Context: an optimization exercise on an open-source flow, tuned for small area, a short achievable clock period and few clock cycles per item. The choices shown serve that exercise and are no tape-out recipe. RTL that was checked went through simulation tests only; none was proved equivalent to the original. No functional check of the RTL was part of runs 1, 6 and 7.

**design.v**
```verilog
module par_engine (
    input  wire         clk,
    input  wire         rst_n,
    input  wire         in_valid,
    output wire         in_ready,
    input  wire         in_first,
    input  wire         in_last,
    input  wire [1:0]   in_kind,      
    input  wire [3:0]   in_sheet,
    input  wire [127:0] in_data,
    input  wire [1:0]   cfg_nerase,
    input  wire [3:0]   cfg_sx,
    input  wire [3:0]   cfg_sy,
    output reg          out_valid,
    input  wire         out_ready,
    output reg  [127:0] out_a,
    output reg  [127:0] out_b,
    output reg          out_lost
);
    function [7:0] xtime;
        input [7:0] a;
        xtime = {a[6:0], 1'b0} ^ (a[7] ? 8'h1D : 8'h00);
    endfunction
    function [7:0] gf_mul;
        input [7:0] a;
        input [7:0] b;
        integer i;
        reg [7:0] p, aa;
        begin
            p  = 8'h00;
            aa = a;
            for (i = 0; i < 8; i = i + 1) begin
                if (b[i]) p = p ^ aa;
                aa = xtime(aa);
            end
            gf_mul = p;
        end
    endfunction
    localparam [247:0] E_TAB = 248'h261387CDE8743A1D80402010080402018E47ADD86C361B83CFE9FA7DB0582C;
    localparam [247:0] Z_TAB = 248'h8AC0E48574FBA9A0545FED729DA7F400F5A69C73EC5E55A1A8FA7584E5C18B;
    reg          s1_v;
    reg          s1_first;
    reg          s1_last;
    reg  [1:0]   s1_kind;
    reg  [3:0]   s1_sheet;
    reg  [127:0] s1_d;
    reg  [1:0]   g_n;
    reg  [3:0]   g_sx;
    reg  [3:0]   g_sy;
    reg          ready_r;
    assign in_ready = ready_r;
    wire take = in_valid && ready_r;
    always @(posedge clk) begin
        s1_v     <= rst_n && take;
        s1_first <= in_first;
        s1_last  <= in_last;
        s1_kind  <= in_kind;
        s1_sheet <= in_sheet;
        s1_d     <= in_data;
        if (take && in_first) begin
            g_n  <= cfg_nerase;
            g_sx <= cfg_sx;
            g_sy <= cfg_sy;
        end
    end
    wire       n0 = (g_n == 2'd0);
    wire       n1 = (g_n == 2'd1);
    wire       n2 = g_n[1];
    wire [3:0] r  = n2 ? g_sy : n1 ? g_sx : 4'd0;
    wire [3:0] s_e = (s1_kind == 2'd2) ? 4'd0 : s1_sheet;
    wire [4:0] e  = {1'b0, s_e} + 5'd15 - {1'b0, r};
    wire [7:0] we = E_TAB[8*e +: 8];
    wire [4:0] d  = {1'b0, g_sx} + 5'd15 - {1'b0, g_sy};
    wire [7:0] z  = n2 ? Z_TAB[8*d +: 8] : 8'h01;
    reg [7:0] v;
    always @(*) begin
        case (s1_kind)
            2'd0:    v = {we[7:1], we[0] ^ n2};
            2'd1:    v = {7'd0, n2};
            2'd2:    v = n0 ? 8'h00 : we;
            default: v = 8'h00;
        endcase
    end
    wire [7:0] coef = gf_mul(z, v);
    reg          s2_v;
    reg          s2_last;
    reg          s2_clr;      
    reg          s2_binc;     
    reg          s2_p;
    reg          s2_q;
    reg  [1:0]   s2_n;
    reg  [7:0]   s2_c;
    reg  [127:0] s2_d;
    always @(posedge clk) begin
        s2_v    <= rst_n && s1_v;
        s2_last <= s1_last;
        s2_clr  <= s1_v && s1_first;
        s2_binc <= s1_v && (s1_kind == 2'd0 || (s1_kind == 2'd1 && !n0));
        s2_p    <= s1_v && (s1_kind == 2'd1);
        s2_q    <= s1_v && (s1_kind == 2'd2);
        s2_n    <= g_n;
        s2_c    <= s1_v ? coef : 8'd0;
        s2_d    <= s1_d;
    end
    reg  [127:0] acc_a;
    reg  [127:0] acc_b_n;
    wire [127:0] acc_b = ~acc_b_n;
    reg          g_sp;
    reg          g_sq;
    reg          a_done;      
    reg [63:0] cols;
    integer j;
    always @(*) begin
        cols[7:0] = s2_c;
        for (j = 1; j < 8; j = j + 1)
            cols[8*j +: 8] = xtime(cols[8*(j-1) +: 8]);
    end
    reg [127:0] nxt_a;
    reg [127:0] nxt_b;
    integer l, b;
    always @(*) begin
        for (l = 0; l < 16; l = l + 1) begin
            nxt_a[8*l +: 8] = s2_clr ? 8'h00 : acc_a[8*l +: 8];
            for (b = 0; b < 8; b = b + 1)
                if (s2_d[8*l + b]) nxt_a[8*l +: 8] = nxt_a[8*l +: 8] ^ cols[8*b +: 8];
        end
        nxt_b = (s2_clr ? 128'd0 : acc_b) ^ (s2_binc ? s2_d : 128'd0);
    end
    wire nxt_sp = (!s2_clr && g_sp) || s2_p;
    wire nxt_sq = (!s2_clr && g_sq) || s2_q;
    wire r_n0 = (s2_n == 2'd0);
    wire r_n1 = (s2_n == 2'd1);
    wire r_n2 = s2_n[1];
    wire res_lost = r_n1 ? !(nxt_sp || nxt_sq) : r_n2 ? !(nxt_sp && nxt_sq) : 1'b0;
    wire a_from_b = r_n0 || (r_n1 && nxt_sp);
    wire [127:0] res_a = res_lost ? 128'd0 : (a_from_b ? nxt_b : nxt_a);
    wire [127:0] res_b = (res_lost || r_n1) ? 128'd0 : r_n0 ? nxt_a : (nxt_a ^ nxt_b);
    wire fin      = (s2_v && s2_last) || a_done;
    wire out_free = !out_valid;
    wire out_load = fin && out_free;
    wire n_s1last = take && in_last;
    wire n_fin    = (s1_v && s1_last) || (fin && !out_free);
    wire n_ov     = out_load || (out_valid && !out_ready);
    wire n_ready  = !((n_s1last || (n_fin && n_ov)) && (n_fin || n_ov));
    always @(posedge clk) begin
        acc_a <= nxt_a;
        acc_b_n <= ~nxt_b;
        g_sp  <= nxt_sp;
        g_sq  <= nxt_sq;
        if (out_load) begin
            out_a    <= res_a;
            out_b    <= res_b;
            out_lost <= res_lost;
        end
        if (!rst_n) begin
            a_done    <= 1'b0;
            out_valid <= 1'b0;
            ready_r   <= 1'b1;
        end else begin
            a_done    <= fin && !out_free;
            out_valid <= n_ov;
            ready_r   <= n_ready;
        end
    end
endmodule
```
**flow/run.sh**
```bash
#!/bin/bash
set -euo pipefail
export BUFFER_PORTS_ARGS="-buffer_cell sky130_fd_sc_hd__buf_1"
export CTS_ARGS="-sink_clustering_enable -repair_clock_nets -sink_clustering_size 24 -sink_clustering_max_diameter 100 -buf_list sky130_fd_sc_hd__clkbuf_16 -sink_clustering_levels 1 -dont_use_dummy_load"
bash standard.sh > flow.log 2>&1
```
**standard.sh**
```bash
#!/bin/bash
# synth_recipe.tcl (not shown) runs the flow's synth.tcl, then flattens the netlist and writes it again
# the make line also repeats each setting of config.mk as NAME=value (left out here)
make -C /OpenROAD-flow-scripts/flow DESIGN_CONFIG=/design/flow/config.mk WORK_HOME=/design/flow/orfs CLKGATE_MAP_FILE= SYNTH_SCRIPT=/design/flow/synth_recipe.tcl "${@:-finish}"
```
**config.mk**
```make
export PLATFORM = sky130hd
export DESIGN_NAME = par_engine
export DESIGN_NICKNAME = par_engine
export VERILOG_FILES = /design/flow/design.v
export SDC_FILE = /design/flow/constraint.sdc
export NUM_CORES = 4
export LEC_CHECK = 0
export CAP_MARGIN = 20
export CORE_MARGIN = 2
export CORE_UTILIZATION = 55
export CTS_BUF_LIST = sky130_fd_sc_hd__clkbuf_16
export CTS_CLUSTER_DIAMETER = 100
export CTS_CLUSTER_SIZE = 24
export SLEW_MARGIN = 20
```
**constraint.sdc**
```tcl
create_clock -name core_clock -period 22.0 [get_ports {clk}]
set_input_delay 4.4000 -clock core_clock [delete_from_list [all_inputs] [get_ports {clk}]]
set_output_delay 4.4000 -clock core_clock [all_outputs]
set_load 0.01 [all_outputs]
```
==> results.py, run 1 <==
metrics = {
    "outcome": {
        "outcome": "no timing/DRC/antenna violations",
    },
    "cts": {
        "clkSinkCount": 809,
        "clock_latency_ns": 0.65,
        "cts_buffers": 44,
        "clockRootBuffer": "clkbuf_16",
        "clockBufferDepth": 3,
        "h-tree-depth": 2,
        "tritoncts": "built",
        "cts_hold_buf": 0,
        "clkTransAtPathRegs_ns": 0.10,
        "cts_resized": 0,
        "cts_setup_buffers": 0,
    },
    "critical_path": {
        "worstSetupEndpoint": "out_b[7]",
        "crit_buf_inv": 1,
        "timing.critical_path.from_type": "flop",
        "path_delay_family": "flip-flops",
        "worstSetupEndpointType": "primary output",
        "path_depth": 1,
        "cp-startpoint": "out_b[7]$_SDFFCE_PP0P_",
        "crit_arrival_ns": 1.34,
        "crit_chain": "buf_1",
        "r2r_cells": 18,
        "required_ns": 17.60,
        "cpMaxStageDelayCell": "edfxtp_1",
        "crit_type": "reg -> out",
        "r2r_slack_ns": 16.51,
        "rr_endpoint": "s2_c[3]$_SDFF_PN0_",
        "cp_slowest_stage_delay_ns": 0.50,
        "rr_startpoint": "g_n[1]$_DFFE_PP_",
        "crit_path_max_fanout": 1,
    },
    "sta": {
        "fin_skew_ns": 0.0816,
        "setup_viol": 0,
        "holdWs_ns": 0.312,
        "drv_slew": 0,
        "rsz0062_at_grt": "no",
        "tightest_slew_ns": 1.12,
        "final.period_utilization": 0.261,
        "min_period_ns": 5.74,
        "layout_setup_ws_ns": 16.26,
        "hold_violations": 0,
        "setup_tns_ns": 0,
        "relSlewSlack": 0.249,
        "fmax_ghz": 0.174,
    },
    "synth": {
        "ys_warn_count": 1,
        "synth_top_flop_cell": "dfxtp_1",
        "synth_edf_count": 267,
        "async_flop_share": 0,
        "synth.distinct_cells": 89,
        "avgSynthCellArea_um2": 8.69,
        "netlist_area_um2": 44000,
        "syn_inst": 5061,
        "ys_ff_latch": 809,
        "seq_area_frac_synth": 0.429,
        "syn-num-nets": 5235,
    },
    "die": {
        "die_w_um": 287,
        "core-area_um2": 79100,
        "initial_core_util": 0.556,
        "rows": 103,
        "die_y_um": 287,
        "ios": 409,
        "fp.dieArea_um2": 82200,
    },
    "cells_and_area": {
        "final_cell_mix": "nand2_1 (1225), xnor2_1 (895), dfxtp_1 (532), nor2_1 (510), buf_1 (408)",
        "num-nets-final": 5357,
        "drive_above_1_share": 0.0376,
        "fill_cells": 7145,
        "syn2layout_area_growth_pct": 7.32,
        "layout.cells.most_common": "nand2_1",
        "instances_no_fill": 6233,
    },
    "route": {
        "drtIter0Drc": 2870,
        "drt_wl_total_mm": 131,
        "vias": 34000,
        "dr.pass1.iters": 5,
        "wl_per_cell_um": 21.1,
        "ant_nets": 0,
        "via_per_inst": 5.45,
        "drc": 0,
    },
    "global_route": {
        "grt_pass1_vias": 32500,
        "grt_antenna_before_repair": 3,
        "grt_max_degree": 109,
        "grt_overflow_total": 0,
        "grt_pass1_wl_mm": 200,
        "gr-usage-all-layers": 0.314,
    },
    "place": {
        "hpwl_mm": 83.6,
        "dpl_worst_slack_ns": 16.56,
        "io_buffers": 408,
        "gp_congestion": 0.878,
        "placedCellCount": 6186,
    },
    "min_path": {
        "hold_depth": 0,
        "min_path_type": "reg -> reg",
    },
    "run": {
        "maxCapViolCount": 0,
    },
}
-- sequential cells by signal, indices dropped and copies added, names as in the netlist, 2 cells and up --
signal	cells
acc_a	128
acc_b_n	128
out_a	128
out_b	128
s1_d	128
s2_d	128
s2_c	8
g_sx	4
g_sy	4
s1_sheet	4
g_n	2
s1_kind	2
s2_n	2
-- synth_stat cells (24+ instances only) --
master,count,area [um^2]
xnor2_1,901,7890
o22ai_1,127,795
buf_2,24,120
nor2_1,511,1920
xor2_1,376,3290
o21ai_0,98,490
nand2_1,1226,4600
clkbuf_1,302,1130
mux2_2,29,327
a21oi_1,82,410
edfxtp_1,267,8020
mux2i_1,37,370
buf_1,44,165
a22oi_1,45,338
inv_1,148,556
dfxtp_1,542,10900
-- worst min path at each step --
stage | endpoint | from
detailed placement | s2_d[73]$_DFF_P_ | s1_d[73]$_DFF_P_
global placement | s2_d[105]$_DFF_P_ | s1_d[105]$_DFF_P_
finish | s2_d[112]$_DFF_P_ | s1_d[112]$_DFF_P_
global route | s2_d[7]$_DFF_P_ | s1_d[7]$_DFF_P_
floorplan | s2_d[0]$_DFF_P_ | s1_d[0]$_DFF_P_
CTS | s2_d[112]$_DFF_P_ | s1_d[112]$_DFF_P_
-- layout make-up --
class                      count  area [um^2]  share of cell area
inverter                     150          573              0.0121
antenna                        2         5.00            0.000106
clock buffer                  44         1100              0.0233
tap                         1050         1310              0.0278
sequential                   809        18900               0.400
timing repair buffer         451         1890              0.0400
multi-input combinational   3727        23400               0.496
-- metrics by stage --
stage | instance area (um^2) | utilization
after floorplan | 44000 | -
after global placement | 46100 | 0.582
after detailed placement | 46100 | 0.582
after CTS | 47200 | 0.596
after global routing | 47200 | 0.596
final | 47200 | 0.597
-- layer usage --
metal | GRT usage | share of wire | vias up
li1 | - | - | 16200
met5 | 0 | 0.00012 | -
met2 | 0.517 | 0.47 | 1238
met3 | 0.0337 | 0.068 | 164
met1 | 0.442 | 0.44 | 16400
met4 | 0.0789 | 0.022 | 2
-- logic make-up (layout without fill, tap and decap cells) --
| kind of cell | count (synthesis) | count (layout) | share of synthesized area |
|---|---|---|---|
| muxes | 69 | 69 | 0.0174 |
| DFF | 809 | 809 | 0.429 |
| adders and majority gates | 24 | 24 | 0.00717 |
| xor gates and xnor gates | 1296 | 1296 | 0.263 |
| other | 0 | 2 | 0 |
| AOI/OAI and AO/OA | 461 | 461 | 0.0684 |
| buffers and inverters | 525 | 645 | 0.0462 |
| and+or+nand+nor | 1877 | 1877 | 0.169 |
==> run 2: changes to the inputs <==
--- a/design.v
+++ b/design.v
@@ -103,6 +103,7 @@
         s2_d    <= s1_d;
     end
-    reg  [127:0] acc_a;
+    reg  [127:0] acc_a_n;
     reg  [127:0] acc_b_n;
+    wire [127:0] acc_a = ~acc_a_n;
     wire [127:0] acc_b = ~acc_b_n;
     reg          g_sp;
@@ -144,5 +145,5 @@
     wire n_ready  = !((n_s1last || (n_fin && n_ov)) && (n_fin || n_ov));
     always @(posedge clk) begin
-        acc_a <= nxt_a;
+        acc_a_n <= ~nxt_a;
         acc_b_n <= ~nxt_b;
         g_sp  <= nxt_sp;
==> run 2 against run 1 <==
  * Worst hold slack improved by 0.014 ns
  * Maximum frequency is 1.7% higher
  * Flip-flop and latch count is the same
  * Utilization is 0.18 points lower
==> results.py, run 2 <==
metrics = {
    "sta": {
        "final.period_utilization": 0.257,
        "hold_violations": 0,
        "setup_viol": 0,
        "fmax_ghz": 0.177,
        "relSlewSlack": 0.273,
        "tightest_slew_ns": 1.09,
        "fin_skew_ns": 0.0727,
        "rsz0062_at_grt": "no",
        "drv_slew": 0,
        "min_period_ns": 5.64,
        "setup_tns_ns": 0,
    },
    "cts": {
        "h-tree-depth": 2,
        "cts_hold_buf": 0,
        "tritoncts": "built",
        "clkSinkCount": 809,
        "clock_latency_ns": 0.64,
        "cts_resized": 0,
        "cts_setup_buffers": 0,
        "clkTransAtPathRegs_ns": 0.10,
        "clockRootBuffer": "clkbuf_16",
        "clockBufferDepth": 3,
        "cts_buffers": 42,
    },
    "critical_path": {
        "crit_arrival_ns": 1.24,
        "crit_type": "reg -> out",
        "crit_buf_inv": 1,
        "cp_slowest_stage_delay_ns": 0.47,
        "crit_path_max_fanout": 1,
        "crit_chain": "buf_1",
        "cpMaxStageDelayCell": "edfxtp_1",
        "r2r_slack_ns": 16.72,
        "required_ns": 17.60,
        "worstSetupEndpointType": "primary output",
        "timing.critical_path.from_type": "flop",
        "path_delay_family": "flip-flops",
    },
    "cells_and_area": {
        "drive_above_1_share": 0.0380,
        "layout.cells.most_common": "nand2_1",
        "num-nets-final": 5067,
        "final_cell_mix": "nand2_1 (1077), xnor2_1 (816), nor2_1 (609), dfxtp_1 (532), xor2_1 (455)",
        "seqCellArea_um2": 18900,
        "fill_cells": 6889,
        "syn2layout_area_growth_pct": 7.39,
        "finalInstanceArea_um2": 45800,
        "multi_input_area_um2": 22600,
    },
    "synth": {
        "synth.most_common_cell": "nand2_1",
        "synth_top_area_cell": "dfxtp_1",
        "synth_mux_area_frac": 0.0101,
        "synth_top_family_by_area": "XOR/XNOR gates",
        "synth_common_cells": "nand2_1 (1079), xnor2_1 (821), nor2_1 (610), dfxtp_1 (542), xor2_1 (460)",
        "synth.top_cell.area_share": 0.254,
        "synth_edf_count": 267,
        "ys_warn_count": 1,
        "ys_ff_latch": 809,
        "synth_area_leaders": "dfxtp_1 (25%), edfxtp_1 (19%), xnor2_1 (17%)",
        "syn-num-nets": 4930,
        "seq_area_frac_synth": 0.442,
        "avgSynthCellArea_um2": 8.98,
        "synthSimpleGateAreaFrac": 0.166,
        "synth_top_flop_cell": "dfxtp_1",
        "synth.distinct_cells": 88,
        "syn_inst": 4756,
        "synth_xor_area_frac": 0.277,
        "async_flop_share": 0,
        "synth_adder_area_share": 0.00739,
        "synth_compound_area_frac": 0.0629,
        "netlist_area_um2": 42700,
    },
    "place": {
        "hpwl_mm": 77.6,
        "io_buffers": 408,
        "place_area_um2": 44800,
        "gp_congestion": 0.842,
    },
    "min_path": {
        "min_path_type": "reg -> reg",
    },
    "die": {
        "initial_core_util": 0.554,
        "fp.dieArea_um2": 79900,
        "die_w_um": 283,
        "die_y_um": 283,
        "rows": 102,
        "core-area_um2": 77100,
        "ios": 409,
    },
    "global_route": {
        "grt_pass1_vias": 30100,
        "grt_overflow_total": 0,
        "gr-usage-all-layers": 0.307,
        "grt_antenna_before_repair": 4,
        "grt_pass1_wl_mm": 187,
        "grt_max_degree": 147,
    },
    "run": {
        "maxCapViolCount": 0,
    },
    "route": {
        "drt_wl_total_mm": 125,
        "wl_per_cell_um": 21.0,
        "wl_met3_mm": 8.61,
        "wl_met2_mm": 57.0,
        "via_per_inst": 5.42,
        "vias": 32100,
        "met1_length_mm": 56.3,
        "dr.pass1.iters": 6,
        "top_layer_used": "met5",
        "ant_nets": 0,
        "drtIter0Drc": 2774,
        "drc": 0,
    },
    "outcome": {
        "outcome": "no timing/DRC/antenna violations",
    },
}
[run 2: cell types whose count changed after synthesis, sizes merged, moves of 20 or more]
cell / delta
nand2: -145
a21oi: -34
o21ai: -28
nor2: +99
xnor2: -83
mux2i: -26
buf: -20
xor2: +93
inv: -125
[run 2: final timing paths]
| kind | endpoint | cells after the start | start |
|---|---|---|---|
| worst min register to register | s2_d[64]$_DFF_P_ | 0 | s1_d[64]$_DFF_P_ |
| worst max register to register | out_b[98]$_SDFFCE_PP0P_ | 11 | s2_c[3]$_SDFF_PN0_ |
| worst max-delay path | out_a[3] | 1 | out_a[3]$_SDFFCE_PP0P_ |
| worst min-delay path | s2_d[64]$_DFF_P_ | 0 | s1_d[64]$_DFF_P_ |
[run 2: final cells by class]
cell class / count / share of cell area
diodes: 1 / 0.0000546
repair buffers: 449 / 0.0404
flip-flops and latches: 809 / 0.412
well taps: 1040 / 0.0284
inverters: 24 / 0.00213
clock buffers: 42 / 0.0229
multi-input cells: 3567 / 0.494
[run 2: logic make-up after synthesis]
kind of cell	count (synthesis)
adder cells (fa/ha/maj)	24
buffers and inverters	380
AO/OA/AOI/OAI	396
XOR/XNOR	1312
multiplexers	36
flip-flops	809
AND/OR/NAND/NOR	1799
[run 2: stage by stage]
stage	hold WS [ns]	utilization	setup slack (ns)	std cells
after CTS	0.322	0.594	16.34	5931
after floorplan	0.310	-	15.74	4756
after global routing	0.333	0.595	16.31	5931
after detailed placement	0.312	0.581	16.56	5889
final	0.326	0.595	16.36	5932
after global placement	0.310	0.581	16.61	5889
[run 2: metal layers]
layer  global-route usage  vias up
met5                    0        -
met4               0.0720        4
met3               0.0365      145
met2                0.493     1142
met1                0.441    15500
li1                     -    15400
Testbench counts of run 2, summed over its fixed seeds: cycles 24,088, items 3,200.
==> run 3: changes to the inputs <==
==> flow/run.sh (replaced) <==
#!/bin/bash
set -euo pipefail
export BUFFER_PORTS_ARGS="-buffer_cell sky130_fd_sc_hd__buf_2"
export CTS_ARGS="-sink_clustering_enable -repair_clock_nets -sink_clustering_size 24 -sink_clustering_max_diameter 100 -buf_list sky130_fd_sc_hd__clkbuf_16 -sink_clustering_levels 1 -dont_use_dummy_load"
bash standard.sh > flow.log 2>&1
==> run 3 against run 2 <==
  * Sequential share of layout area is 0.43 points lower
  * Register-to-register slack worse by 0.77 ns
  * Critical path depth up 14
  * Die area unchanged
  * Critical path type is now reg -> reg
  * Largest cell class unchanged
==> results.py, run 3 <==
metrics = {
    "route": {
        "vias": 32000,
        "drt_wl_total_mm": 123,
        "dr.pass1.iters": 5,
        "drtIter0Drc": 2555,
        "wl_per_cell_um": 20.8,
        "drc": 0,
        "via_per_inst": 5.39,
        "ant_nets": 0,
    },
    "synth": {
        "synth_edf_count": 267,
        "synth_top_family_by_area": "XOR/XNOR gates",
        "avgSynthCellArea_um2": 8.98,
        "synth_adder_area_share": 0.00739,
        "seq_area_frac_synth": 0.442,
        "synthSimpleGateAreaFrac": 0.166,
        "synth.most_common_cell": "nand2_1",
        "synth_area_leaders": "dfxtp_1 (25%), edfxtp_1 (19%), xnor2_1 (17%)",
        "ys_warn_count": 1,
        "synth_xor_area_frac": 0.277,
        "synth_top_flop_cell": "dfxtp_1",
        "ys_ff_latch": 809,
        "synth_top_area_cell": "dfxtp_1",
        "synth.distinct_cells": 88,
        "synth.top_cell.area_share": 0.254,
        "syn_inst": 4756,
        "netlist_area_um2": 42700,
        "synth_compound_area_frac": 0.0629,
        "synth_common_cells": "nand2_1 (1079), xnor2_1 (821), nor2_1 (610), dfxtp_1 (542), xor2_1 (460)",
        "synth_mux_area_frac": 0.0101,
        "syn-num-nets": 4930,
        "async_flop_share": 0,
    },
    "global_route": {
        "grt_overflow_total": 0,
        "grt_antenna_before_repair": 3,
        "grt_max_degree": 130,
        "grt_pass1_vias": 30000,
        "grt_pass1_wl_mm": 186,
        "gr-usage-all-layers": 0.303,
    },
    "place": {
        "hpwl_mm": 77.3,
        "dpl_worst_slack_ns": 16.08,
        "gp_congestion": 0.860,
        "io_buffers": 408,
    },
    "die": {
        "die_w_um": 283,
        "initial_core_util": 0.554,
        "core-area_um2": 77100,
        "die_y_um": 283,
        "ios": 409,
        "fp.dieArea_um2": 79900,
        "rows": 102,
    },
    "cells_and_area": {
        "multi_input_area_um2": 22600,
        "fill_cells": 6861,
        "seqCellArea_um2": 18900,
        "syn2layout_area_growth_pct": 8.53,
        "drive_above_1_share": 0.121,
        "final_cell_mix": "nand2_1 (1077), xnor2_1 (815), nor2_1 (609), dfxtp_1 (532), xor2_1 (456)",
        "layout.cells.most_common": "nand2_1",
        "num-nets-final": 5066,
    },
    "cts": {
        "cts_setup_buffers": 0,
        "cts_hold_buf": 0,
        "clock_latency_ns": 0.63,
        "h-tree-depth": 2,
        "cts_resized": 0,
        "clockBufferDepth": 3,
        "clockRootBuffer": "clkbuf_16",
        "tritoncts": "built",
        "clkSinkCount": 809,
        "cts_buffers": 41,
        "clkTransAtPathRegs_ns": 0.10,
    },
    "sta": {
        "fmax_ghz": 0.165,
        "final.period_utilization": 0.275,
        "min_period_ns": 6.05,
        "drv_slew": 0,
        "fin_skew_ns": 0.0502,
        "rsz0062_at_grt": "no",
        "setup_viol": 0,
        "tightest_slew_ns": 1.16,
        "hold_violations": 0,
        "relSlewSlack": 0.229,
        "setup_tns_ns": 0,
        "layout_setup_ws_ns": 15.95,
    },
    "critical_path": {
        "worstSetupEndpointType": "flop",
        "crit_arrival_ns": 6.53,
        "required_ns": 22.48,
        "crit_path_max_fanout": 26,
        "timing.critical_path.from_type": "flop",
        "crit_type": "reg -> reg",
    },
    "min_path": {
        "min_path_type": "reg -> reg",
    },
    "outcome": {
        "outcome": "no timing/DRC/antenna violations",
    },
    "run": {
        "maxCapViolCount": 0,
    },
}
[run 3: cell counts after synthesis]
Identical to the previous run, type by type.
[run 3: worst max-delay path, cell delays in order (launching register included)]
cell,delay (ns)
edfxtp_1,0.99
inv_1,0.51
and3_1,0.32
a21oi_1,0.20
fa_1,0.37
xor2_1,0.90
nand2_1,0.25
nor2_1,0.16
a311oi_1,0.09
o41ai_1,0.48
nand3_1,0.43
o32a_1,0.44
and3_1,0.17
or3_1,0.32
a211oi_1,0.25
nor3b_1,0.07
[run 3: final timing paths]
kind                                  startpoint            endpoint  slack (ns)  cells after the start
worst min register to register  s1_d[19]$_DFF_P_    s2_d[19]$_DFF_P_        0.32                      0
worst max-delay path            g_n[1]$_DFFE_PP_  s2_c[5]$_SDFF_PN0_       15.95                     15
worst max register to register  g_n[1]$_DFFE_PP_  s2_c[5]$_SDFF_PN0_       15.95                     15
worst min-delay path            s1_d[19]$_DFF_P_    s2_d[19]$_DFF_P_        0.32                      0
[run 3: per-stage QoR]
step | utilization | instance area (um^2) | std cells | hold WS [ns]
2_1_floorplan | - | 42700 | 4756 | 0.310
3_3_place_gp | 0.587 | 45300 | 5889 | 0.310
3_5_place_dp | 0.587 | 45300 | 5889 | 0.312
6_report | 0.601 | 46300 | 5932 | 0.317
4_1_cts | 0.601 | 46300 | 5930 | 0.316
5_1_grt | 0.601 | 46300 | 5930 | 0.329
[run 3: area by class of cell]
class | count | area share
Antenna cell | 2 | 0.000108
Clock buffer | 41 | 0.0221
Inverter | 24 | 0.00211
Multi-Input combinational cell | 3567 | 0.489
Sequential cell | 809 | 0.408
Tap cell | 1040 | 0.0281
Timing Repair Buffer | 449 | 0.0511
[run 3: routing by layer]
layer	vias up	wire, um	global-route usage
met3	148	8750	0.0404
met2	1084	56000	0.484
li1	15300	-	-
met1	15400	55600	0.434
met5	-	22	0
met4	4	3010	0.0771
[run 3: cells by family after synthesis]
group,Yosys count
simple gates,1799
buf+inv,380
flops,809
fa+ha+maj,24
mux,36
xor+xnor,1312
compound gates,396
==> run 4: changes to the inputs <==
--- a/design.v
+++ b/design.v
@@ -51,12 +51,21 @@
     assign in_ready = ready_r;
     wire take = in_valid && ready_r;
+    reg          fresh;
     always @(posedge clk) begin
+        if (!rst_n)
+            fresh <= 1'b1;
+        else if (take)
+            fresh <= 1'b0;
         s1_v     <= rst_n && take;
-        s1_first <= in_first;
+        s1_first <= in_first || fresh;
         s1_last  <= in_last;
         s1_kind  <= in_kind;
         s1_sheet <= in_sheet;
         s1_d     <= in_data;
-        if (take && in_first) begin
+        if (!rst_n) begin
+            g_n  <= 2'd0;
+            g_sx <= 4'd0;
+            g_sy <= 4'd0;
+        end else if (take && in_first) begin
             g_n  <= cfg_nerase;
             g_sx <= cfg_sx;
==> flow/run.sh (replaced) <==
#!/bin/bash
set -euo pipefail
export BUFFER_PORTS_ARGS="-buffer_cell sky130_fd_sc_hd__buf_1"
export CTS_ARGS="-sink_clustering_enable -repair_clock_nets -sink_clustering_size 24 -sink_clustering_max_diameter 100 -buf_list sky130_fd_sc_hd__clkbuf_16 -sink_clustering_levels 1 -dont_use_dummy_load"
bash standard.sh > flow.log 2>&1
==> run 4 against run 3 <==
  * Still clean
  * Maximum frequency is 6.1% higher
  * Design area is 0.82% lower
  * Final cell count is 1.3% higher
  * Utilization is 0.69 points lower
  * Worst hold slack worse by 0.012 ns
  * Critical path depth is 14 lower
  * Die area is 0.38% higher
  * Routed wire length is 4.4% higher
==> results.py, run 4 <==
metrics = {
    "sta": {
        "final.period_utilization": 0.259,
        "drv_slew": 0,
        "tightest_slew_ns": 1.10,
        "fin_skew_ns": 0.0631,
        "relSlewSlack": 0.266,
        "hold_violations": 0,
        "setup_viol": 0,
        "layout_setup_ws_ns": 16.30,
        "fmax_ghz": 0.175,
        "setup_tns_ns": 0,
        "rsz0062_at_grt": "no",
        "min_period_ns": 5.70,
    },
    "global_route": {
        "grt_pass1_vias": 31300,
        "grt_max_degree": 139,
        "gr-usage-all-layers": 0.313,
        "grt_antenna_before_repair": 1,
        "grt_pass1_wl_mm": 196,
        "grt_overflow_total": 0,
    },
    "critical_path": {
        "crit_buf_inv": 1,
        "cp_slowest_stage_delay_ns": 0.50,
        "crit_chain": "buf_1",
        "worstSetupEndpointType": "primary output",
        "crit_arrival_ns": 1.30,
        "crit_type": "reg -> out",
        "timing.critical_path.from_type": "flop",
        "required_ns": 17.60,
        "cpMaxStageDelayCell": "edfxtp_1",
        "crit_path_max_fanout": 1,
        "path_delay_family": "flip-flops",
    },
    "cts": {
        "clkSinkCount": 810,
        "cts_buffers": 42,
        "clkTransAtPathRegs_ns": 0.09,
        "cts_resized": 0,
        "tritoncts": "built",
        "cts_setup_buffers": 0,
        "clockBufferDepth": 3,
        "cts_hold_buf": 0,
        "clock_latency_ns": 0.63,
        "clockRootBuffer": "clkbuf_16",
        "h-tree-depth": 2,
    },
    "synth": {
        "syn_inst": 4854,
        "synth.most_common_cell": "nand2_1",
        "synth_area_leaders": "dfxtp_1 (26%), edfxtp_1 (18%), xnor2_1 (16%)",
        "synth_common_cells": "nand2_1 (1108), xnor2_1 (799), nor2_1 (609), dfxtp_1 (553), xor2_1 (469)",
        "synth.top_cell.area_share": 0.258,
        "synth_top_area_cell": "dfxtp_1",
        "ys_warn_count": 1,
        "seq_area_frac_synth": 0.438,
        "synth_edf_count": 257,
        "synth_top_flop_cell": "dfxtp_1",
        "ys_ff_latch": 810,
        "avgSynthCellArea_um2": 8.83,
        "syn-num-nets": 5028,
        "netlist_area_um2": 42900,
        "async_flop_share": 0,
        "synth.distinct_cells": 85,
    },
    "place": {
        "placedCellCount": 5969,
        "dpl_worst_slack_ns": 16.49,
        "io_buffers": 408,
        "gp_congestion": 0.888,
        "place_area_um2": 44900,
        "hpwl_mm": 80.8,
    },
    "route": {
        "vias": 33000,
        "drt_wl_total_mm": 129,
        "dr.pass1.iters": 5,
        "wl_per_cell_um": 21.4,
        "drc": 0,
        "via_per_inst": 5.49,
        "drtIter0Drc": 3198,
        "ant_nets": 0,
    },
    "die": {
        "die_y_um": 283,
        "ios": 409,
        "fp.dieArea_um2": 80200,
        "core-area_um2": 77300,
        "rows": 102,
        "initial_core_util": 0.554,
        "die_w_um": 283,
    },
    "outcome": {
        "outcome": "no timing/DRC/antenna violations",
    },
    "cells_and_area": {
        "drive_above_1_share": 0.0326,
        "fill_cells": 6964,
        "instances_no_fill": 6011,
        "final_cell_mix": "nand2_1 (1106), xnor2_1 (794), nor2_1 (608), dfxtp_1 (543), xor2_1 (461)",
        "num-nets-final": 5147,
        "layout.cells.most_common": "nand2_1",
        "finalInstanceArea_um2": 45900,
        "antenna_cells": 0,
        "syn2layout_area_growth_pct": 7.23,
    },
    "min_path": {
        "min_path_type": "reg -> reg",
    },
    "run": {
        "maxCapViolCount": 0,
    },
}
## run 4: cell types whose count changed after synthesis, sizes merged, moves of 11 or more
cell and delta:
a21boi +12, a22oi +15, and3 +13, dfxtp +11, nand2 +27, nand3 +15
o21ai +36, xnor2 -22
## run 4: worst reg2reg max path, cell delays in order (launching register included)
cell and delay [ns]:
dfxtp_4 0.93, xor2_4 0.77, xor2_4 0.24, xor2_4 0.86, buf_4 0.78, xor2_4 0.91, nand2_1 0.17, xnor2_1 0.33
xor2_1 0.19, nor2_1 0.05
## run 4: kinds of logic after synthesis
logic type               synth area share
flip-flops                          0.438
buffers and inverters              0.0350
AO/OA/AOI/OAI                      0.0716
multiplexers                      0.00782
adder cells (fa/ha/maj)           0.00759
AND/OR/NAND/NOR                     0.168
XOR/XNOR                            0.271
## run 4: per-stage QoR
step	hold slack [ns]	util
floorplan	0.310	-
global placement	0.310	0.580
detailed placement	0.312	0.581
CTS	0.312	0.594
global route	0.320	0.594
finish	0.305	0.594
## run 4: path summary, 6_finish.rpt
path | slack, ns | endpoint | from | depth (start not counted)
setup / recovery | 16.30 | out_b[107] | out_b[107]$_SDFFCE_PP0P_ | 1
hold reg to reg | 0.30 | s2_d[8]$_DFF_P_ | s1_d[8]$_DFF_P_ | 0
setup reg to reg | 16.49 | out_b[115]$_SDFFCE_PP0P_ | s2_c[7]$_SDFF_PN0_ | 9
hold / removal | 0.30 | s2_d[8]$_DFF_P_ | s1_d[8]$_DFF_P_ | 0
## run 4: area by class of cell
class                           count  area, um^2  area share
Sequential cell                   810       18800       0.409
Multi-Input combinational cell   3654       22900       0.498
Timing Repair Buffer              442        1820      0.0396
Inverter                           23        86.3     0.00188
Clock buffer                       42        1050      0.0229
Tap cell                         1040        1300      0.0283
## run 4: layer usage
metal  vias to the layer above  share of wire  track usage
met5                         -              0            0
met3                       198          0.082       0.0485
met1                     15700           0.44        0.446
li1                      15700              -            -
met2                      1412           0.45        0.492
met4                         0          0.028       0.0910
Testbench counts of run 4, summed over its fixed seeds: cycles 24,088, items 3,200.
==> run 5: changes to the inputs <==
--- a/design.v
+++ b/design.v
@@ -51,21 +51,12 @@
     assign in_ready = ready_r;
     wire take = in_valid && ready_r;
-    reg          fresh;
     always @(posedge clk) begin
-        if (!rst_n)
-            fresh <= 1'b1;
-        else if (take)
-            fresh <= 1'b0;
         s1_v     <= rst_n && take;
-        s1_first <= in_first || fresh;
+        s1_first <= in_first;
         s1_last  <= in_last;
         s1_kind  <= in_kind;
         s1_sheet <= in_sheet;
         s1_d     <= in_data;
-        if (!rst_n) begin
-            g_n  <= 2'd0;
-            g_sx <= 4'd0;
-            g_sy <= 4'd0;
-        end else if (take && in_first) begin
+        if (take && in_first) begin
             g_n  <= cfg_nerase;
             g_sx <= cfg_sx;
==> flow/run.sh (replaced) <==
#!/bin/bash
set -euo pipefail
export BUFFER_PORTS_ARGS="-buffer_cell sky130_fd_sc_hd__buf_1"
export CTS_ARGS="-sink_clustering_enable -repair_clock_nets -sink_clustering_size 24 -sink_clustering_max_diameter 100 -buf_list sky130_fd_sc_hd__clkbuf_16 -sink_clustering_levels 1 -dont_use_dummy_load -distance_between_buffers 500 -branching_point_buffers_distance 500"
bash standard.sh > flow.log 2>&1
==> run 5 against run 4 <==
  * Clock-buffer cell count stayed put
  * Setup slack gained 0.054 ns
  * Die area down 0.38%
  * First-iteration DRC count fell by 13%
  * Routed wire length shrank 3.3%
  * Non-clock buffer count up 7
  * Clock skew is 0.0095 ns higher
  * Flip-flop and latch count is 1 lower
  * Still clean on timing, DRC and antenna
  * Highest routed layer is now met5
  * Maximum frequency up 0.96%
==> results.py, run 5 <==
metrics = {
    "outcome": {
        "outcome": "no timing/DRC/antenna violations",
    },
    "synth": {
        "synth.top_cell.area_share": 0.254,
        "seq_area_frac_synth": 0.442,
        "syn-num-nets": 4930,
        "synth.distinct_cells": 88,
        "syn_inst": 4756,
        "ys_ff_latch": 809,
        "netlist_area_um2": 42700,
        "synth_common_cells": "nand2_1 (1079), xnor2_1 (821), nor2_1 (610), dfxtp_1 (542), xor2_1 (460)",
        "ys_warn_count": 1,
        "synth.most_common_cell": "nand2_1",
        "synth_area_leaders": "dfxtp_1 (25%), edfxtp_1 (19%), xnor2_1 (17%)",
        "avgSynthCellArea_um2": 8.98,
        "synth_top_area_cell": "dfxtp_1",
        "async_flop_share": 0,
        "synth_top_flop_cell": "dfxtp_1",
        "synth_edf_count": 267,
    },
    "route": {
        "wl_met2_mm": 57.0,
        "drt_wl_total_mm": 125,
        "drtIter0Drc": 2774,
        "wl_met3_mm": 8.61,
        "drc": 0,
        "via_per_inst": 5.42,
        "ant_nets": 0,
        "top_layer_used": "met5",
        "dr.pass1.iters": 6,
        "wl_per_cell_um": 21.0,
        "met1_length_mm": 56.3,
        "vias": 32100,
    },
    "critical_path": {
        "worstSetupEndpointType": "primary output",
        "cp-startpoint": "out_a[3]$_SDFFCE_PP0P_",
        "crit_chain": "buf_1",
        "path_delay_family": "flip-flops",
        "crit_buf_inv": 1,
        "crit_type": "reg -> out",
        "rr_endpoint": "out_b[98]$_SDFFCE_PP0P_",
        "required_ns": 17.60,
        "timing.critical_path.from_type": "flop",
        "cpMaxStageDelayCell": "edfxtp_1",
        "cp_slowest_stage_delay_ns": 0.47,
        "r2r_slack_ns": 16.72,
        "crit_arrival_ns": 1.24,
        "crit_path_max_fanout": 1,
        "path_depth": 1,
        "r2r_cells": 11,
        "rr_startpoint": "s2_c[3]$_SDFF_PN0_",
        "worstSetupEndpoint": "out_a[3]",
    },
    "place": {
        "dpl_worst_slack_ns": 16.56,
        "placedCellCount": 5889,
        "place_area_um2": 44800,
        "io_buffers": 408,
        "gp_congestion": 0.842,
        "hpwl_mm": 77.6,
    },
    "min_path": {
        "hold_depth": 0,
        "min_path_type": "reg -> reg",
    },
    "die": {
        "rows": 102,
        "initial_core_util": 0.554,
        "fp.dieArea_um2": 79900,
        "die_w_um": 283,
        "die_y_um": 283,
        "ios": 409,
        "core-area_um2": 77100,
    },
    "cells_and_area": {
        "instances_no_fill": 5932,
        "final_cell_mix": "nand2_1 (1077), xnor2_1 (816), nor2_1 (609), dfxtp_1 (532), xor2_1 (455)",
        "num-nets-final": 5067,
        "syn2layout_area_growth_pct": 7.39,
        "finalInstanceArea_um2": 45800,
        "drive_above_1_share": 0.0380,
        "final_util": 0.595,
        "layout.cells.most_common": "nand2_1",
    },
    "sta": {
        "fin_skew_ns": 0.0727,
        "tightest_slew_ns": 1.09,
        "hold_violations": 0,
        "setup_viol": 0,
        "relSlewSlack": 0.273,
        "drv_slew": 0,
        "rsz0062_at_grt": "no",
        "fmax_ghz": 0.177,
        "setup_tns_ns": 0,
        "final.period_utilization": 0.257,
        "min_period_ns": 5.64,
        "layout_setup_ws_ns": 16.36,
        "holdWs_ns": 0.326,
    },
    "cts": {
        "tritoncts": "built",
        "clkSinkCount": 809,
        "clkTransAtPathRegs_ns": 0.10,
        "cts_setup_buffers": 0,
        "clockRootBuffer": "clkbuf_16",
        "h-tree-depth": 2,
        "cts_resized": 0,
        "cts_buffers": 42,
        "clock_latency_ns": 0.64,
        "clockBufferDepth": 3,
        "cts_hold_buf": 0,
    },
    "global_route": {
        "grt_overflow_total": 0,
        "grt_pass1_vias": 30100,
        "grt_max_degree": 147,
        "grt_antenna_before_repair": 4,
        "grt_pass1_wl_mm": 187,
        "gr-usage-all-layers": 0.307,
    },
    "run": {
        "maxCapViolCount": 0,
    },
}
-- run 5: cell count changes after synthesis, sizes merged, moves of 10 or more --
cell / previous run / this run
a21boi: 15 / 3
a21oi: 62 / 52
a22oi: 53 / 38
and3: 20 / 7
buf: 63 / 53
dfxtp: 553 / 542
edfxtp: 257 / 267
nand2: 1108 / 1081
nand3: 26 / 11
o21ai: 110 / 74
xnor2: 802 / 824
-- run 5: cell families (layout without fill, tap and decap cells) --
kind of cell               after synthesis  in the layout  share of synthesized area
xor gates and xnor gates              1312           1312                      0.277
adders and majority gates               24             24                    0.00739
DFF                                    809            809                      0.442
and+or+nand+nor                       1799           1799                      0.166
AOI/OAI and AO/OA                      396            396                     0.0629
other                                    0              1                          0
muxes                                   36             36                     0.0101
buffers and inverters                  380            515                     0.0344
-- run 5: final cells by class --
class                   count  area (um^2)
inverters                  24         97.6
fillers                  6889        31200
flip-flops and latches    809        18900
multi-input cells        3567        22600
repair buffers            449         1850
well taps                1040         1300
diodes                      1         2.50
clock buffers              42         1050
-- run 5: worst min-delay path by stage --
stage | end | slack, ns | startpoint
final | s2_d[64]$_DFF_P_ | 0.33 | s1_d[64]$_DFF_P_
after global routing | s2_d[97]$_DFF_P_ | 0.33 | s1_d[97]$_DFF_P_
after detailed placement | s2_d[108]$_DFF_P_ | 0.31 | s1_d[108]$_DFF_P_
after CTS | s2_d[109]$_DFF_P_ | 0.32 | s1_d[109]$_DFF_P_
after floorplan | s2_d[0]$_DFF_P_ | 0.31 | s1_d[0]$_DFF_P_
after global placement | s2_d[59]$_DFF_P_ | 0.31 | s1_d[59]$_DFF_P_
-- run 5: per-layer routing --
metal	vias to the layer above	track usage
met2	1142	0.493
li1	15400	-
met4	4	0.0720
met1	15500	0.441
met5	-	0
met3	145	0.0365
Testbench counts of run 5, summed over its fixed seeds: cycles 24,088, items 3,200.
==> run 6: changes to the inputs <==
--- a/design.v
+++ b/design.v
@@ -51,12 +51,21 @@
     assign in_ready = ready_r;
     wire take = in_valid && ready_r;
+    reg          fresh;
     always @(posedge clk) begin
+        if (!rst_n)
+            fresh <= 1'b1;
+        else if (take)
+            fresh <= 1'b0;
         s1_v     <= rst_n && take;
-        s1_first <= in_first;
+        s1_first <= in_first || fresh;
         s1_last  <= in_last;
         s1_kind  <= in_kind;
         s1_sheet <= in_sheet;
         s1_d     <= in_data;
-        if (take && in_first) begin
+        if (!rst_n) begin
+            g_n  <= 2'd0;
+            g_sx <= 4'd0;
+            g_sy <= 4'd0;
+        end else if (take && in_first) begin
             g_n  <= cfg_nerase;
             g_sx <= cfg_sx;
@@ -135,6 +144,13 @@
     wire res_lost = r_n1 ? !(nxt_sp || nxt_sq) : r_n2 ? !(nxt_sp && nxt_sq) : 1'b0;
     wire a_from_b = r_n0 || (r_n1 && nxt_sp);
-    wire [127:0] res_a = res_lost ? 128'd0 : (a_from_b ? nxt_b : nxt_a);
-    wire [127:0] res_b = (res_lost || r_n1) ? 128'd0 : r_n0 ? nxt_a : (nxt_a ^ nxt_b);
+    wire hold = out_valid;
+    wire ld   = !out_valid && !res_lost;
+    wire fa_a = ld && !a_from_b;           
+    wire fa_b = ld && a_from_b;            
+    wire fb_a = ld && !r_n1;               
+    wire fb_b = ld && r_n2;                
+    wire [127:0] d_a = (out_a & {128{hold}}) | (nxt_a & {128{fa_a}}) | (nxt_b & {128{fa_b}});
+    wire [127:0] d_b = (out_b & {128{hold}}) | ((nxt_a & {128{fb_a}}) ^ (nxt_b & {128{fb_b}}));
+    wire         d_l = (out_lost & hold) | (res_lost && !out_valid);
     wire fin      = (s2_v && s2_last) || a_done;
     wire out_free = !out_valid;
@@ -149,9 +165,7 @@
         g_sp  <= nxt_sp;
         g_sq  <= nxt_sq;
-        if (out_load) begin
-            out_a    <= res_a;
-            out_b    <= res_b;
-            out_lost <= res_lost;
-        end
+        out_a    <= d_a;
+        out_b    <= d_b;
+        out_lost <= d_l;
         if (!rst_n) begin
             a_done    <= 1'b0;
==> flow/run.sh (replaced) <==
#!/bin/bash
set -euo pipefail
export BUFFER_PORTS_ARGS="-buffer_cell sky130_fd_sc_hd__buf_1"
export CTS_ARGS="-sink_clustering_enable -repair_clock_nets -sink_clustering_size 24 -sink_clustering_max_diameter 100 -buf_list sky130_fd_sc_hd__clkbuf_16 -sink_clustering_levels 1 -dont_use_dummy_load"
bash standard.sh > flow.log 2>&1
==> run 6 against run 5 <==
  * Still clean
  * Die area shrank 1.5%
  * Maximum frequency shrank 3.4%
  * Clock-buffer cell count grew 1
  * Routed wire length grew 3.4%
  * Utilization is essentially flat
  * First-iteration DRC count grew 4.7%
  * Worst hold slack lost 0.0040 ns
  * Critical path depth is the same
==> results.py, run 6 <==
metrics = {
    "critical_path": {
        "crit_chain": "buf_1",
        "cpMaxStageDelayCell": "dfxtp_4",
        "cp-startpoint": "out_valid$_SDFF_PN0_",
        "crit_path_max_fanout": 27,
        "crit_arrival_ns": 1.44,
        "worstSetupEndpointType": "primary output",
        "rr_startpoint": "s2_c[7]$_SDFF_PN0_",
        "cp_slowest_stage_delay_ns": 0.64,
        "path_delay_family": "flip-flops",
        "crit_buf_inv": 1,
        "timing.critical_path.from_type": "flop",
        "required_ns": 17.60,
        "crit_type": "reg -> out",
    },
    "cells_and_area": {
        "final_cell_mix": "nand2_1 (1119), xnor2_1 (809), dfxtp_1 (798), nor2_1 (466), buf_1 (408)",
        "drive_above_1_share": 0.0318,
        "layout.cells.most_common": "nand2_1",
        "fill_cells": 6886,
        "num-nets-final": 5275,
        "syn2layout_area_growth_pct": 7.25,
        "instances_no_fill": 6078,
        "finalInstanceArea_um2": 45100,
    },
    "sta": {
        "holdWs_ns": 0.322,
        "drv_slew": 0,
        "fmax_ghz": 0.171,
        "rsz0062_at_grt": "no",
        "setup_tns_ns": 0,
        "relSlewSlack": 0.198,
        "final.period_utilization": 0.265,
        "hold_violations": 0,
        "tightest_slew_ns": 1.20,
        "setup_viol": 0,
        "min_period_ns": 5.84,
        "fin_skew_ns": 0.0348,
    },
    "place": {
        "io_buffers": 408,
        "placedCellCount": 6034,
        "place_area_um2": 44000,
        "gp_congestion": 0.868,
        "hpwl_mm": 80.3,
    },
    "synth": {
        "netlist_area_um2": 42000,
        "synth.most_common_cell": "nand2_1",
        "ys_warn_count": 1,
        "synth_top_flop_cell": "dfxtp_1",
        "syn_inst": 4998,
        "synth_common_cells": "nand2_1 (1121), xnor2_1 (815), dfxtp_1 (809), nor2_1 (468), xor2_1 (339)",
        "async_flop_share": 0,
        "synth_area_leaders": "dfxtp_1 (39%), xnor2_1 (17%), nand2_1 (10%)",
        "synth_top_area_cell": "dfxtp_1",
        "synth_edf_count": 1,
        "synth.distinct_cells": 71,
        "ys_ff_latch": 810,
        "avgSynthCellArea_um2": 8.41,
        "syn-num-nets": 5172,
        "synth.top_cell.area_share": 0.385,
        "seq_area_frac_synth": 0.386,
    },
    "cts": {
        "clockRootBuffer": "clkbuf_16",
        "cts_hold_buf": 0,
        "clkTransAtPathRegs_ns": 0.10,
        "clkSinkCount": 810,
        "cts_resized": 0,
        "tritoncts": "built",
        "clockBufferDepth": 3,
        "h-tree-depth": 2,
        "cts_buffers": 43,
        "clock_latency_ns": 0.62,
        "cts_setup_buffers": 0,
    },
    "die": {
        "initial_core_util": 0.554,
        "core-area_um2": 75800,
        "die_w_um": 280,
        "fp.dieArea_um2": 78600,
        "rows": 101,
        "die_y_um": 280,
        "ios": 409,
    },
    "route": {
        "ant_nets": 0,
        "dr.pass1.iters": 5,
        "via_per_inst": 5.62,
        "drtIter0Drc": 2904,
        "wl_per_cell_um": 21.2,
        "vias": 34200,
        "drt_wl_total_mm": 129,
        "drc": 0,
    },
    "global_route": {
        "grt_overflow_total": 0,
        "gr-usage-all-layers": 0.321,
        "grt_pass1_vias": 32300,
        "grt_pass1_wl_mm": 197,
        "grt_antenna_before_repair": 1,
        "grt_max_degree": 162,
    },
    "min_path": {
        "holdCritStartpoint": "s1_d[110]$_DFF_P_",
        "min_path_type": "reg -> reg",
    },
    "outcome": {
        "outcome": "no timing/DRC/antenna violations",
    },
    "run": {
        "maxCapViolCount": 0,
    },
}
## run 6: worst paths after layout
check                        to  cells after the start  slack [ns]
min           s2_d[110]$_DFF_P_                      0        0.32
max                   out_valid                      1       16.16
min reg2reg   s2_d[110]$_DFF_P_                      0        0.32
max reg2reg  out_b[106]$_DFF_P_                     11       16.33
## run 6: metrics by stage
step | util | setup WS [ns]
detailed placement | 0.580 | 16.50
global route | 0.594 | 16.09
finish | 0.594 | 16.16
floorplan | - | 16.74
CTS | 0.594 | 16.11
global placement | 0.580 | 16.56
## run 6: logic make-up after synthesis
group	synth area share
adders and majority gates	0.00774
and+or+nand+nor	0.170
buffers and inverters	0.0397
AOI/OAI and AO/OA	0.106
xor gates and xnor gates	0.253
muxes	0.0375
DFF	0.386
## run 6: layout make-up
type / instances / area (um^2) / share of cell area
sequential: 810 / 16300 / 0.361
multi-input combinational: 3750 / 24400 / 0.543
tap: 978 / 1220 / 0.0272
inverter: 45 / 169 / 0.00375
timing repair buffer: 451 / 1890 / 0.0419
antenna: 1 / 2.50 / 0.0000555
clock buffer: 43 / 1080 / 0.0239
## run 6: metal layers
metal / share of wire / global-route usage / vias up / wire length [um]
met5: 0 / 0 / - / 0
met4: 0.024 / 0.0827 / 0 / 3120
met3: 0.075 / 0.0402 / 188 / 9680
met2: 0.46 / 0.525 / 1288 / 59000
met1: 0.44 / 0.447 / 16400 / 57000
li1: - / - / 16300 / -
==> run 7: changes to the inputs <==
--- a/design.v
+++ b/design.v
@@ -119,4 +119,5 @@
     reg          g_sq;
     reg          a_done;      
+    reg          out_free_r;  
     reg [63:0] cols;
     integer j;
@@ -144,6 +145,6 @@
     wire res_lost = r_n1 ? !(nxt_sp || nxt_sq) : r_n2 ? !(nxt_sp && nxt_sq) : 1'b0;
     wire a_from_b = r_n0 || (r_n1 && nxt_sp);
-    wire hold = out_valid;
-    wire ld   = !out_valid && !res_lost;
+    wire hold = !out_free_r;
+    wire ld   = out_free_r && !res_lost;
     wire fa_a = ld && !a_from_b;           
     wire fa_b = ld && a_from_b;            
@@ -152,5 +153,5 @@
     wire [127:0] d_a = (out_a & {128{hold}}) | (nxt_a & {128{fa_a}}) | (nxt_b & {128{fa_b}});
     wire [127:0] d_b = (out_b & {128{hold}}) | ((nxt_a & {128{fb_a}}) ^ (nxt_b & {128{fb_b}}));
-    wire         d_l = (out_lost & hold) | (res_lost && !out_valid);
+    wire         d_l = (out_lost & hold) | (res_lost && out_free_r);
     wire fin      = (s2_v && s2_last) || a_done;
     wire out_free = !out_valid;
@@ -171,8 +172,10 @@
             a_done    <= 1'b0;
             out_valid <= 1'b0;
+            out_free_r <= 1'b1;
             ready_r   <= 1'b1;
         end else begin
             a_done    <= fin && !out_free;
             out_valid <= n_ov;
+            out_free_r <= !n_ov;
             ready_r   <= n_ready;
         end
==> run 7 against run 6 <==
  * Non-clock buffer count down 2
  * Flip-flop and latch count rose by 1
  * Area after synthesis hardly changed
  * Design area shrank 0.26%
  * Utilization fell by 0.16 points
  * Critical path type is now reg -> reg
  * Setup slack better by 0.13 ns
==> results.py, run 7 <==
metrics = {
    "outcome": {
        "outcome": "no timing/DRC/antenna violations",
    },
    "global_route": {
        "grt_max_degree": 143,
        "grt_pass1_vias": 31500,
        "grt_overflow_total": 0,
        "gr-usage-all-layers": 0.308,
        "grt_antenna_before_repair": 3,
        "grt_pass1_wl_mm": 190,
    },
    "sta": {
        "min_period_ns": 5.71,
        "drv_slew": 0,
        "setup_viol": 0,
        "layout_setup_ws_ns": 16.29,
        "hold_violations": 0,
        "final.period_utilization": 0.260,
        "tightest_slew_ns": 1.15,
        "fmax_ghz": 0.175,
        "relSlewSlack": 0.232,
        "rsz0062_at_grt": "no",
        "fin_skew_ns": 0.0663,
        "setup_tns_ns": 0,
    },
    "cts": {
        "h-tree-depth": 2,
        "cts_hold_buf": 0,
        "clockRootBuffer": "clkbuf_16",
        "clkTransAtPathRegs_ns": 0.11,
        "clock_latency_ns": 0.62,
        "cts_resized": 0,
        "tritoncts": "built",
        "clkSinkCount": 811,
        "clockBufferDepth": 3,
        "cts_buffers": 41,
        "cts_setup_buffers": 0,
    },
    "min_path": {
        "min_path_type": "reg -> reg",
        "min_to": "s2_d[83]$_DFF_P_",
        "hold_depth": 0,
        "holdCritStartpoint": "s1_d[83]$_DFF_P_",
    },
    "synth": {
        "ys_ff_latch": 811,
        "synth.most_common_cell": "nand2_1",
        "seq_area_frac_synth": 0.387,
        "netlist_area_um2": 42000,
        "synth_area_leaders": "dfxtp_1 (39%), xnor2_1 (18%), nand2_1 (10%)",
        "avgSynthCellArea_um2": 8.45,
        "synth_top_flop_cell": "dfxtp_1",
        "async_flop_share": 0,
        "synth_top_area_cell": "dfxtp_1",
        "ys_warn_count": 1,
        "synth_edf_count": 1,
        "synth.top_cell.area_share": 0.386,
        "syn_inst": 4975,
        "syn-num-nets": 5149,
        "synth_common_cells": "nand2_1 (1144), xnor2_1 (846), dfxtp_1 (810), nor2_1 (449), xor2_1 (330)",
        "synth.distinct_cells": 83,
    },
    "critical_path": {
        "crit_path_max_fanout": 54,
        "cp_slowest_stage_delay_ns": 0.98,
        "worstSetupEndpointType": "flop",
        "crit_arrival_ns": 6.21,
        "crit_path_frequent_cell": "nand2_1",
        "timing.critical_path.from_type": "flop",
        "cpMaxStageDelayCell": "dfxtp_4",
        "rr_endpoint": "out_b[98]$_DFF_P_",
        "crit_chain": "nand2b_2, nand2_4, buf_4, xnor2_2, nand2_1, nand2_1, nand2_1, xnor2_1, xnor2_1, nor3_1, a221o_1",
        "r2r_slack_ns": 16.29,
        "required_ns": 22.50,
        "rr_startpoint": "s2_c[7]$_SDFF_PN0_",
        "crit_type": "reg -> reg",
        "r2r_cells": 11,
    },
    "place": {
        "place_area_um2": 43900,
        "io_buffers": 408,
        "gp_congestion": 0.883,
        "dpl_worst_slack_ns": 16.40,
        "placedCellCount": 6013,
        "hpwl_mm": 77.9,
    },
    "route": {
        "drt_wl_total_mm": 124,
        "wl_per_cell_um": 20.5,
        "vias": 33400,
        "via_per_inst": 5.51,
        "drc": 0,
        "drtIter0Drc": 2666,
        "dr.pass1.iters": 5,
        "ant_nets": 0,
    },
    "cells_and_area": {
        "seqCellArea_um2": 16300,
        "final_cell_mix": "nand2_1 (1142), xnor2_1 (842), dfxtp_1 (800), nor2_1 (447), buf_1 (408)",
        "instances_no_fill": 6056,
        "fill_cells": 6908,
        "drive_above_1_share": 0.0339,
        "multi_input_area_um2": 24400,
        "layout.cells.most_common": "nand2_1",
        "num-nets-final": 5252,
        "syn2layout_area_growth_pct": 6.96,
        "finalInstanceArea_um2": 44900,
    },
    "run": {
        "maxCapViolCount": 0,
    },
    "die": {
        "rows": 101,
        "fp.dieArea_um2": 78600,
        "ios": 409,
        "initial_core_util": 0.554,
        "core-area_um2": 75800,
        "die_y_um": 280,
        "die_w_um": 280,
    },
}
-- run 7: changes by cell type in the layout (fill, tap and decap cells not counted), sizes merged, moves of 10 or more --
cell and change:
nand3 -14, o211ai -16, o21ai -38, nor2 -17, xnor3 -10, a22oi -13, nor3 +18, nand2 +25
a221o +14, xnor2 +28, a21oi -10
-- run 7: metrics by stage --
stage | util | hold WS, ns
floorplan | - | 0.310
global placement | 0.579 | 0.310
detailed placement | 0.579 | 0.312
CTS | 0.593 | 0.323
global route | 0.593 | 0.334
finish | 0.593 | 0.317
-- run 7: layout make-up --
type / instances / share of cell area
diodes: 2 / 0.000111
clock buffers: 41 / 0.0228
inverters: 40 / 0.00351
multi-input cells: 3735 / 0.543
flip-flops and latches: 811 / 0.362
well taps: 978 / 0.0272
repair buffers: 449 / 0.0418
-- run 7: worst max-delay path by stage --
stage	slack (ns)	to	start	depth (start not counted)
floorplan	16.94	g_n[0]$_SDFFE_PN0P_	in_first	4
global placement	16.43	out_b[42]$_DFF_P_	s2_c[7]$_SDFF_PN0_	11
detailed placement	16.40	out_b[42]$_DFF_P_	s2_c[7]$_SDFF_PN0_	11
CTS	16.27	out_a[2]	out_a[2]$_DFF_P_	1
global route	16.09	out_b[2]$_DFF_P_	s2_c[7]$_SDFF_PN0_	11
finish	16.29	out_b[98]$_DFF_P_	s2_c[7]$_SDFF_PN0_	11
-- run 7: cells by family (layout without fill, tap and decap cells) --
family                   after synthesis  in the layout  synth area share
AO/OA/AOI/OAI                        534            534             0.102
XOR/XNOR                            1199           1199             0.256
adder cells (fa/ha/maj)               25             25           0.00774
buffers and inverters                429            530            0.0396
flip-flops                           811            811             0.387
multiplexers                         141            141            0.0344
other                                  0              2                 0
AND/OR/NAND/NOR                     1836           1836             0.174
-- run 7: worst max-delay path: cells and delay by family, from the launching register on --
family                    cells  cell delay, ns
xor gates and xnor gates      3            1.17
buffers and inverters         1            0.52
DFF                           1            0.98
and+or+nand+nor               6            2.56
AOI/OAI and AO/OA             1            0.30
-- run 7: routing by layer --
metal  vias up  share of wire  wire, um  track usage
met5         -        0.00021        26            0
met4         4          0.023      2880       0.0779
met3       154          0.068      8430       0.0401
met2      1113           0.45     56500        0.497
met1     15900           0.45     56500        0.433
li1      16200              -         -            -

==> port drivers added, routing unchanged <==
Ports are ideal in the flow. The routed layouts listed here were re-timed in OpenROAD. Step 1: set_driving_cell puts a clkbuf_16 on clk and a buf_2 on each other input, an assumption about the parent block. Step 2, shift: input delay + t, output delay - t, t = (earliest + latest rising clock arrival at the registers) / 2. This alone moves slack from input paths to output paths. Three values: no drivers, after step 1, after step 2; two values: the first two.
| run | t (ns) | setup WS [ns] | hold slack, ns |
|---|---|---|---|
| run 1 | 0.679 | 16.260 / 16.189 / 16.509 | 0.312 / 0.312 / 0.312 |
| run 2 | 0.672 | 16.356 / 16.283 / 16.625 | 0.326 / 0.326 / 0.326 |
| run 3 | 0.665 | 15.954 / 15.954 / 15.954 | 0.317 / 0.317 / 0.317 |
| run 4 | 0.670 | 16.301 / 16.232 / 16.492 | 0.305 / 0.305 / 0.305 |
| run 5 | 0.672 | 16.356 / 16.283 / 16.625 | 0.326 / 0.326 / 0.326 |
| run 6 | 0.663 | 16.160 / 16.092 / 16.332 | 0.322 / 0.322 / 0.322 |
| run 7 | 0.657 | 16.289 / 16.235 / 16.289 | 0.317 / 0.317 / 0.317 |
After both steps every run listed still meets setup and hold.
